Source: an optimization exercise on an open RTL-to-GDS flow (aim: small area, a short achievable clock period and few clock cycles per item). Production flows keep margins and buffers that such runs may drop. RTL that was checked went through simulation tests only; none was proved equivalent to the original. Power and IR drop assume default switching activity.

// kg9_decunit
module kg9_decunit (
    input  wire         clk,
    input  wire         rst,
    input  wire         start,
    input  wire [2:0]   op,
    input  wire [127:0] a,
    input  wire [127:0] b,
    input  wire [13:0]  imm,
    output wire         ready,
    output reg          done,
    output wire [127:0] res,
    output wire [127:0] rem,
    output wire         z,
    output wire         n,
    output reg          dv,
    output reg          exc_data,
    output reg          exc_div
);
make LEC_CHECK=0 ABC_AREA=0 CAP_MARGIN=40 CORE_MARGIN=2 CORE_UTILIZATION=36 SLEW_MARGIN=40 finish   # period 50.0 ns
run.sh (not shown) runs the stock make flow with config.mk's settings and CLKGATE_MAP_FILE= SYNTH_SCRIPT=/design/flow/synth_recipe.tcl, a recipe that flattens the netlist after the stock synthesis.
Rerun with:
--- a/flow/design.v
+++ b/flow/design.v
@@ -175,19 +175,19 @@
     reg [3:0]   resq;        
     reg         mfirst;      
     reg         iscmp;       
     reg         zzn;         
     reg         zsg;         
     reg         remz;        
     reg         qnz;         
     reg [31:0]  lbd;         
     reg [7:0]   bw;          
-    reg [47:0]  bhk;         
+    reg [59:0]  bhk;         
     reg         tryp;        
     reg         dneg;        
     wire sa = (asn == 4'hD);
     wire sb = (bsn == 4'hD);
     assign ready = state[3];
     assign res   = {resq[3] ? x1[123:93] : x2[123:93], resq[2] ? x1[92:62] : x2[92:62],
                     resq[1] ? x1[61:31]  : x2[61:31],  resq[0] ? x1[30:0]  : x2[30:0],
                     (sflag & !zsg) ? 4'hD : 4'hC};
     assign rem   = {x2[123:0], (remneg & !remz) ? 4'hD : 4'hC};
@@ -267,18 +267,20 @@
     wire [11:0] bwi;                     
     assign bwi[3:0]  = (bd0 == 4'd9) ? 4'd0 : bd0 + 4'd1;
     assign bwi[7:4]  = (bd0 != 4'd9) ? bd1 : (bd1 == 4'd9) ? 4'd0 : bd1 + 4'd1;
     assign bwi[11:8] = {3'd0, bwn == 8'h99};
     wire [11:0] bhi = (lb_n <= 5'd2) ? {4'd0, bwn} : bwi;
     wire [11:0] bhi2, bhi4, bhi5;
     kg9_bcd_x2 #(.N(3)) u_h2 (.x(bhi),  .y(bhi2));
     kg9_bcd_x2 #(.N(3)) u_h4 (.x(bhi2), .y(bhi4));
     kg9_bcd_x5 #(.N(3)) u_h5 (.x(bhi),  .y(bhi5));
+    wire [11:0] bhi8;
+    kg9_bcd_x2 #(.N(3)) u_h8 (.x(bhi4), .y(bhi8));
     wire [11:0] bw1 = {4'd0, bw};
     wire [11:0] bw2, bw3, bw5, bw6;
     kg9_bcd_x2 #(.N(3)) u_l2 (.x(bw1),  .y(bw2));
     kg9_bcd_x5 #(.N(3)) u_l5 (.x(bw1),  .y(bw5));
     kg9_bcd_x2 #(.N(3)) u_l6 (.x(bw3),  .y(bw6));
     wire [4:0] s30 = bw2[3:0] + bw1[3:0];
     wire       c30 = (s30 > 5'd9);
     wire [4:0] s31 = bw2[7:4] + bw1[7:4] + {4'd0, c30};
     wire       c31 = (s31 > 5'd9);
@@ -300,28 +302,29 @@
             g1 = dgt(r[7:4], t[7:4]);    e1 = (r[7:4] == t[7:4]);
             g0 = dgt(r[3:0], t[3:0]) | (r[3:0] == t[3:0]);
             ge3 = g2 | (e2 & (g1 | (e1 & g0)));
         end
     endfunction
     wire ge1 = ge3(rw, bhk[11:0]);
     wire ge2 = ge3(rw, bhk[23:12]);
     wire ge4 = ge3(rw, bhk[35:24]);
     wire ge5 = ge3(rw, bhk[47:36]);
+    wire ge8 = ge3(rw, bhk[59:48]);
     wire lt1 = (rw < bw1);
     wire lt2 = (rw < bw2);
     wire lt3 = (rw < bw3);
     wire lt5 = (rw < bw5);
     wire lt6 = (rw < bw6);
-    wire [3:0] est_m   = ge5 ? 4'd5 : ge4 ? 4'd4 : ge2 ? 4'd2 : ge1 ? 4'd1 : 4'd0;
-    wire       est_fin = ge5 ? lt6 : ge4 ? lt5 : ge2 ? lt3 : ge1 ? lt2 : lt1;
+    wire [3:0] est_m   = ge8 ? 4'd4 : ge5 ? 4'd5 : ge4 ? 4'd4 : ge2 ? 4'd2 : ge1 ? 4'd1 : 4'd0;
+    wire       est_fin = !ge8 && (ge5 ? lt6 : ge4 ? lt5 : ge2 ? lt3 : ge1 ? lt2 : lt1);
     wire       div_try = !tryp && !ge1 && !lt1;       
     wire [3:0] div_sel = tryp ? {3'd0, dneg} :
-                         {ge5, ge4 & !ge5, ge2 & !ge4, (ge1 & !ge2) | (!ge1 & !lt1)};
+                         {ge5 & !ge8, (ge4 & !ge5) | ge8, ge2 & !ge4, (ge1 & !ge2) | (!ge1 & !lt1)};
     wire       div_fin = tryp || (!div_try && est_fin);
     wire [3:0] div_q   = qacc + (tryp ? {3'd0, !dneg} : est_m);
     wire is_mul  = (op_r == OP_MULP);
     wire is_div  = (op_r == OP_DIVP);
     wire is_shrp = (op_r == OP_SHRP);
     wire is_neg  = (state == S_NEG) && negdo;
     wire eff_sub = sa ^ sb ^ (op_r == OP_SUBP || op_r == OP_CMPP);
     wire zero_x  = is_neg || (state == S_SHF) || (state == S_MUL && mfirst) ||
                    (state == S_EXEC && (is_mul || is_div || is_shrp));
@@ -469,19 +472,19 @@
                                 zzn   <= 1'b1;
                                 zsg   <= 1'b1;
                                 remz  <= 1'b1;
                                 done  <= 1'b1;
                                 state <= S_IDLE;
                             end else begin
                                 la       <= lead_n;
                                 lbd      <= 32'd1 << lb_n;
                                 bw       <= {bd1, bd0};
-                                bhk      <= {bhi5, bhi4, bhi2, bhi};
+                                bhk      <= {bhi8, bhi5, bhi4, bhi2, bhi};
                                 tryp     <= 1'b0;
                                 nreal    <= lead_n - 5'd1;
                                 cur_real <= 1'b1;
                                 nstep    <= {1'b0, lead_n} + {1'b0, scale} - 6'd1;
                                 state    <= S_DIV;
                             end
                         end
                         default: sflag <= sb;    
                     endcase
Outcome: The changed run produced a clean layout. Design area increases by 0.54%. Worst hold slack hardly moves. Via count rose by 1.7%. Clock-buffer cell count goes down by 14. Die area hardly moves. Global-route usage rises by 1.4 points. Wire length rose by 3.1%. Worst setup slack is worse by 0.14 ns. Power falls by 3.1%. Area after synthesis barely changes. Sequential power falls by 8.9%. First-iteration DRC count goes up by 14%. Critical path depth grows by 1.
No run of this note included a check of the RTL's function; only the layout flow was run.

* * *

Another version of the RTL of kg9_decunit (not shown whole).
Size in the first run: roughly 9300 cells after synthesis, roughly 540 I/O pins, ~0.067 mm2 of cells after synthesis.
Settings: LEC_CHECK=0, ABC_AREA=0, CAP_MARGIN=40, CORE_MARGIN=2, CORE_UTILIZATION=36, SLEW_MARGIN=40; clock period 50.0 ns.
standard.sh (not shown) runs the stock make flow with config.mk's settings and CLKGATE_MAP_FILE= SYNTH_SCRIPT=/design/flow/synth_recipe.tcl, a recipe that flattens the netlist after the stock synthesis.
==> flow/flow/run.sh <==
#!/bin/bash
# Layout: the standard flow (standard.sh) unchanged, except that the
# buffers ORFS puts on the input and output ports are buf_1 cells.
set -e
export BUFFER_PORTS_ARGS="-buffer_cell sky130_fd_sc_hd__buf_1"
bash standard.sh > standard.log 2>&1
Then changed:
--- a/flow/design.v
+++ b/flow/design.v
@@ -7,43 +7,44 @@
     output wire         co,
     output wire         zlo,
     output wire         zall,
     output wire         tnz
 );
     localparam N = 32;
     wire [N-1:0]   g, p, za, zt;
-    wire [4*N-1:0] d0, d1;
+    wire [4*N-1:0] vv;
     genvar i;
     generate
         for (i = 0; i < N; i = i + 1) begin : g_dig
             wire [3:0] xd = x[4*i +: 4];
             wire [3:0] yd = y[4*i +: 4];
             wire [3:0] yb;
             assign yb[0] = yd[0] ^ sub;
             assign yb[1] = ~yd[1];
             assign yb[2] = ~(yd[2] ^ (yd[1] & ~sub));
             assign yb[3] = sub ? ~yd[3] : (yd[3] | yd[2] | yd[1]);
             wire [4:0] t = xd + yb;
             wire [3:0] v = t[3:0];
             assign g[i] = t[4];
             assign p[i] = &v;
-            assign d0[4*i +: 4] = t[4] ? v : v - 4'd6;
-            assign d1[4*i +: 4] = (t[4] | (&v)) ? v + 4'd1 : v - 4'd5;
+            assign vv[4*i +: 4] = v;
             assign za[i] = ~t[4] & (v == 4'd6);
             assign zt[i] = t[4] & (v == 4'd0);
         end
     endgenerate
     wire [N-1:0] gg, pp;
     kg9_prefix #(.N(N)) u_pre (.g(g), .p(p), .go(gg), .po(pp));
     assign co = gg[N-1] | (pp[N-1] & cin);
     wire [N-1:0] zc;
     generate
         for (i = 0; i < N; i = i + 1) begin : g_out
             wire c = (i == 0) ? cin : (gg[i-1] | (pp[i-1] & cin));
-            assign s[4*i +: 4] = c ? d1[4*i +: 4] : d0[4*i +: 4];
+            wire       cd = g[i] | (p[i] & c);
+            wire [3:0] w  = vv[4*i +: 4] + {3'd0, c};
+            assign s[4*i +: 4] = cd ? w : w + 4'd10;    
             wire cp = (i == 0) ? cin : ~za[i-1];
             assign zc[i] = cp ? p[i] : (za[i] | zt[i]);
         end
     endgenerate
     assign zlo  = &zc[N-2:0];
     assign zall = &zc;
     wire c31 = gg[N-2] | (pp[N-2] & cin);
@@ -372,15 +373,15 @@
         for (j = 0; j < 31; j = j + 1)
             clr[4*j +: 4] = {4{pos[j] & cur_real}};
     end
     wire [123:0] x1c    = x1 & ~clr;
     wire [123:0] x1_qn  = {x1c[119:0], div_q};
     wire [3:0]   d_in   = (state == S_EXEC) ? lead_d : (nreal != 5'd0) ? d_next : 4'd0;
     wire         div_ov = ovf | (x1c[123:120] != 4'd0);
-    wire exec_ok = (state == S_EXEC);
+    wire exec_ok = (state == S_EXEC) && !bad;
     wire mul_swap = (lb_n < lead_n);            
     wire mul_go  = (state == S_MUL) || (exec_ok && is_mul && !mul_swap);
     wire shl_go  = (state == S_SHL) || (exec_ok && is_shrp && sh != 6'd0 && !sh[5]);
     wire shr_go  = (state == S_SHR) || (exec_ok && is_shrp && sh[5]);
     wire shf_go  = (state == S_SHF) || (exec_ok && is_shrp && sh == 6'd0);
     wire [5:0] mlen = {1'b0, lead_n} + {1'b0, lb_n};    
     wire ab_gt = (lead_n > lb_n) || (lead_n == lb_n && lead_d > bd1);
@@ -421,14 +422,19 @@
             end
             if (state == S_EXEC) begin
                 exc_data <= 1'b0;
                 exc_div  <= 1'b0;
                 remneg   <= sa;
                 resq[2]  <= is_div;
                 resq[3]  <= (op_r[1:0] == 2'b11);
+                if (bad) begin
+                    exc_data <= 1'b1;
+                    done     <= 1'b1;
+                    state    <= S_IDLE;
+                end else begin
                     case (op_r)
                         OP_ADDP, OP_SUBP, OP_CMPP: begin
                             zzn <= iscmp ? zall : zlo;
                             zsg <= zall;
                             if (eff_sub) begin
                                 sflag <= aco ? sa : !sa;
                                 negdo <= ab_lt | !aco;
@@ -480,14 +486,15 @@
                                 cur_real <= 1'b1;
                                 nstep    <= {1'b0, lead_n} + {1'b0, scale} - 6'd1;
                                 state    <= S_DIV;
                             end
                         end
                         default: sflag <= sb;    
                     endcase
+                end
             end
             if (state == S_NEG) begin
                 sflag <= negdo ? !sa : sa;
                 zzn   <= zlo;
                 zsg   <= zall;
                 done  <= 1'b1;
                 state <= S_IDLE;
@@ -551,20 +558,14 @@
             if (shf_go) begin
                 dv    <= lost;
                 zzn   <= zlo;
                 zsg   <= zlo & !lost;
                 done  <= 1'b1;
                 state <= S_IDLE;
             end
-            if (state == S_EXEC && bad) begin
-                exc_data <= 1'b1;
-                exc_div  <= 1'b0;
-                done     <= 1'b1;
-                state    <= S_IDLE;
-            end
         end
         if (rst) begin
             state <= S_IDLE;
             done  <= 1'b0;
         end
     end
 endmodule
Effect: Wire length fell by 13%. Final area fell by 5.6%. Worst setup slack improves by 0.79 ns. Combinational power fell by about 30%. Non-clock buffer count fell by 122. Final cell count fell by 6.1%. Clock power fell by 4.2%. Maximum frequency rose by 6.2%. Total power fell by 21%. Via count fell by 9.7%. Global-route usage fell by 3.7 points. Die area fell by 4.3%.
Testbench counts after the change, summed over its fixed seeds: cycles 12,996, ops 2,400.
The RTL of the first run of this note was laid out without a check of its function.

* * *

Another version of the RTL of kg9_decunit (not shown whole).
Size in the first run: about 9200 cells after synthesis, about 560 flip-flops, about 540 I/O pins, roughly 68000 um2 of cells after synthesis.
==> module kg9_bcd_addsub, before the edit <==
module kg9_bcd_addsub (
    input  wire [127:0] x,
    input  wire [127:0] y,
    input  wire         sub,
    input  wire         cin,
    output wire [127:0] s,
    output wire         co,
    output wire         zlo,
    output wire         zall,
    output wire         tnz
);
    localparam N = 32;
    wire [N-1:0]   g, p, za, zt;
    wire [4*N-1:0] d0, d1;
    genvar i;
    generate
        for (i = 0; i < N; i = i + 1) begin : g_dig
            wire [3:0] xd = x[4*i +: 4];
            wire [3:0] yd = y[4*i +: 4];
            wire [3:0] yb;
            assign yb[0] = yd[0] ^ sub;
            assign yb[1] = ~yd[1];
            assign yb[2] = ~(yd[2] ^ (yd[1] & ~sub));
            assign yb[3] = sub ? ~yd[3] : (yd[3] | yd[2] | yd[1]);
            wire [4:0] t = xd + yb;
            wire [3:0] v = t[3:0];
            assign g[i] = t[4];
            assign p[i] = &v;
            assign d0[4*i +: 4] = t[4] ? v : v - 4'd6;
            assign d1[4*i +: 4] = (t[4] | (&v)) ? v + 4'd1 : v - 4'd5;
            assign za[i] = ~t[4] & (v == 4'd6);
            assign zt[i] = t[4] & (v == 4'd0);
        end
    endgenerate
    wire [N-1:0] gg, pp;
    kg9_prefix #(.N(N)) u_pre (.g(g), .p(p), .go(gg), .po(pp));
    assign co = gg[N-1] | (pp[N-1] & cin);
    wire [N-1:0] zc;
    generate
        for (i = 0; i < N; i = i + 1) begin : g_out
            wire c = (i == 0) ? cin : (gg[i-1] | (pp[i-1] & cin));
            assign s[4*i +: 4] = c ? d1[4*i +: 4] : d0[4*i +: 4];
            wire cp = (i == 0) ? cin : ~za[i-1];
            assign zc[i] = cp ? p[i] : (za[i] | zt[i]);
        end
    endgenerate
    assign zlo  = &zc[N-2:0];
    assign zall = &zc;
    wire c31 = gg[N-2] | (pp[N-2] & cin);
    assign tnz = !(c31 ? p[N-1] : (za[N-1] | zt[N-1]));
endmodule
clock: 50.0 ns
lec_check: 0
abc_area: 0
cap_margin: 40
core_margin: 2
core_utilization: 36
slew_margin: 40
run.sh (not shown) runs the stock make flow with config.mk's settings and CLKGATE_MAP_FILE= SYNTH_SCRIPT=/design/flow/synth_recipe.tcl, a recipe that flattens the netlist after the stock synthesis.
Stock flow here: none of the scripts above is used.
Rerun with:
--- a/flow/design.v
+++ b/flow/design.v
@@ -10,9 +10,9 @@
     output wire         tnz
 );
     localparam N = 32;
     wire [N-1:0]   g, p, za, zt;
-    wire [4*N-1:0] d0, d1;
+    wire [4*N-1:0] vv;
     genvar i;
     generate
         for (i = 0; i < N; i = i + 1) begin : g_dig
             wire [3:0] xd = x[4*i +: 4];
@@ -25,10 +25,9 @@
             wire [4:0] t = xd + yb;
             wire [3:0] v = t[3:0];
             assign g[i] = t[4];
             assign p[i] = &v;
-            assign d0[4*i +: 4] = t[4] ? v : v - 4'd6;
-            assign d1[4*i +: 4] = (t[4] | (&v)) ? v + 4'd1 : v - 4'd5;
+            assign vv[4*i +: 4] = v;
             assign za[i] = ~t[4] & (v == 4'd6);
             assign zt[i] = t[4] & (v == 4'd0);
         end
     endgenerate
@@ -38,9 +37,11 @@
     wire [N-1:0] zc;
     generate
         for (i = 0; i < N; i = i + 1) begin : g_out
             wire c = (i == 0) ? cin : (gg[i-1] | (pp[i-1] & cin));
-            assign s[4*i +: 4] = c ? d1[4*i +: 4] : d0[4*i +: 4];
+            wire       cd = g[i] | (p[i] & c);
+            wire [3:0] w  = vv[4*i +: 4] + {3'd0, c};
+            assign s[4*i +: 4] = cd ? w : w + 4'd10;    
             wire cp = (i == 0) ? cin : ~za[i-1];
             assign zc[i] = cp ? p[i] : (za[i] | zt[i]);
         end
     endgenerate
The new run passed the timing, DRC and antenna checks.
Routed wire length fell by a few percent.
Global-route usage barely changes.
Cell area fell by a few percent.
Core utilization rose by 0.30 points.
Synthesized area fell by a few percent.
Hold slack improved by 0.015 ns.
Maximum frequency fell by a few percent.
Die area fell by a few percent.
No run of this note included a check of the RTL's function; only the layout flow was run.

[afterwards: timing with drivers on the ports]
Ports are ideal in the flow. The routed layouts listed here were re-timed in OpenROAD.
Step 1: set_driving_cell puts a clkbuf_16 on clk and a buf_2 on each other input, an assumption about the parent block.
Step 2, shift: input delay + t, output delay - t, t = (earliest + latest rising clock arrival at the registers) / 2. This alone moves slack from input paths to output paths.
a / b / c = ideal ports / drivers / drivers and shift; a / b = the first two.
run | t (ns) | setup slack, ns | hold slack, ns | worst setup path at the end | latest minus earliest clock arrival (ns)
the first run of note 1 | 0.829 | 36.632 / 36.632 / 36.632 | 0.472 / 0.472 / 0.472 | register to register | 0.045 / 0.045
the second run of note 1 | 0.827 | 36.494 / 36.494 / 36.494 | 0.475 / 0.475 / 0.475 | register to register | 0.060 / 0.060
the first run of note 2 | 0.845 | 36.408 / 36.408 / 36.408 | 0.484 / 0.484 / 0.484 | register to register | 0.038 / 0.038
the second run of note 2 | 0.831 | 37.198 / 37.198 / 37.198 | 0.472 / 0.472 / 0.472 | register to register | 0.034 / 0.034
the first run of note 3 | 0.848 | 36.740 / 36.740 / 36.740 | 0.457 / 0.457 / 0.457 | register to register | 0.064 / 0.064
the second run of note 3 | 0.841 | 36.242 / 36.242 / 36.242 | 0.472 / 0.472 / 0.472 | register to register | 0.044 / 0.043
After both steps setup and hold are still met in every run listed.
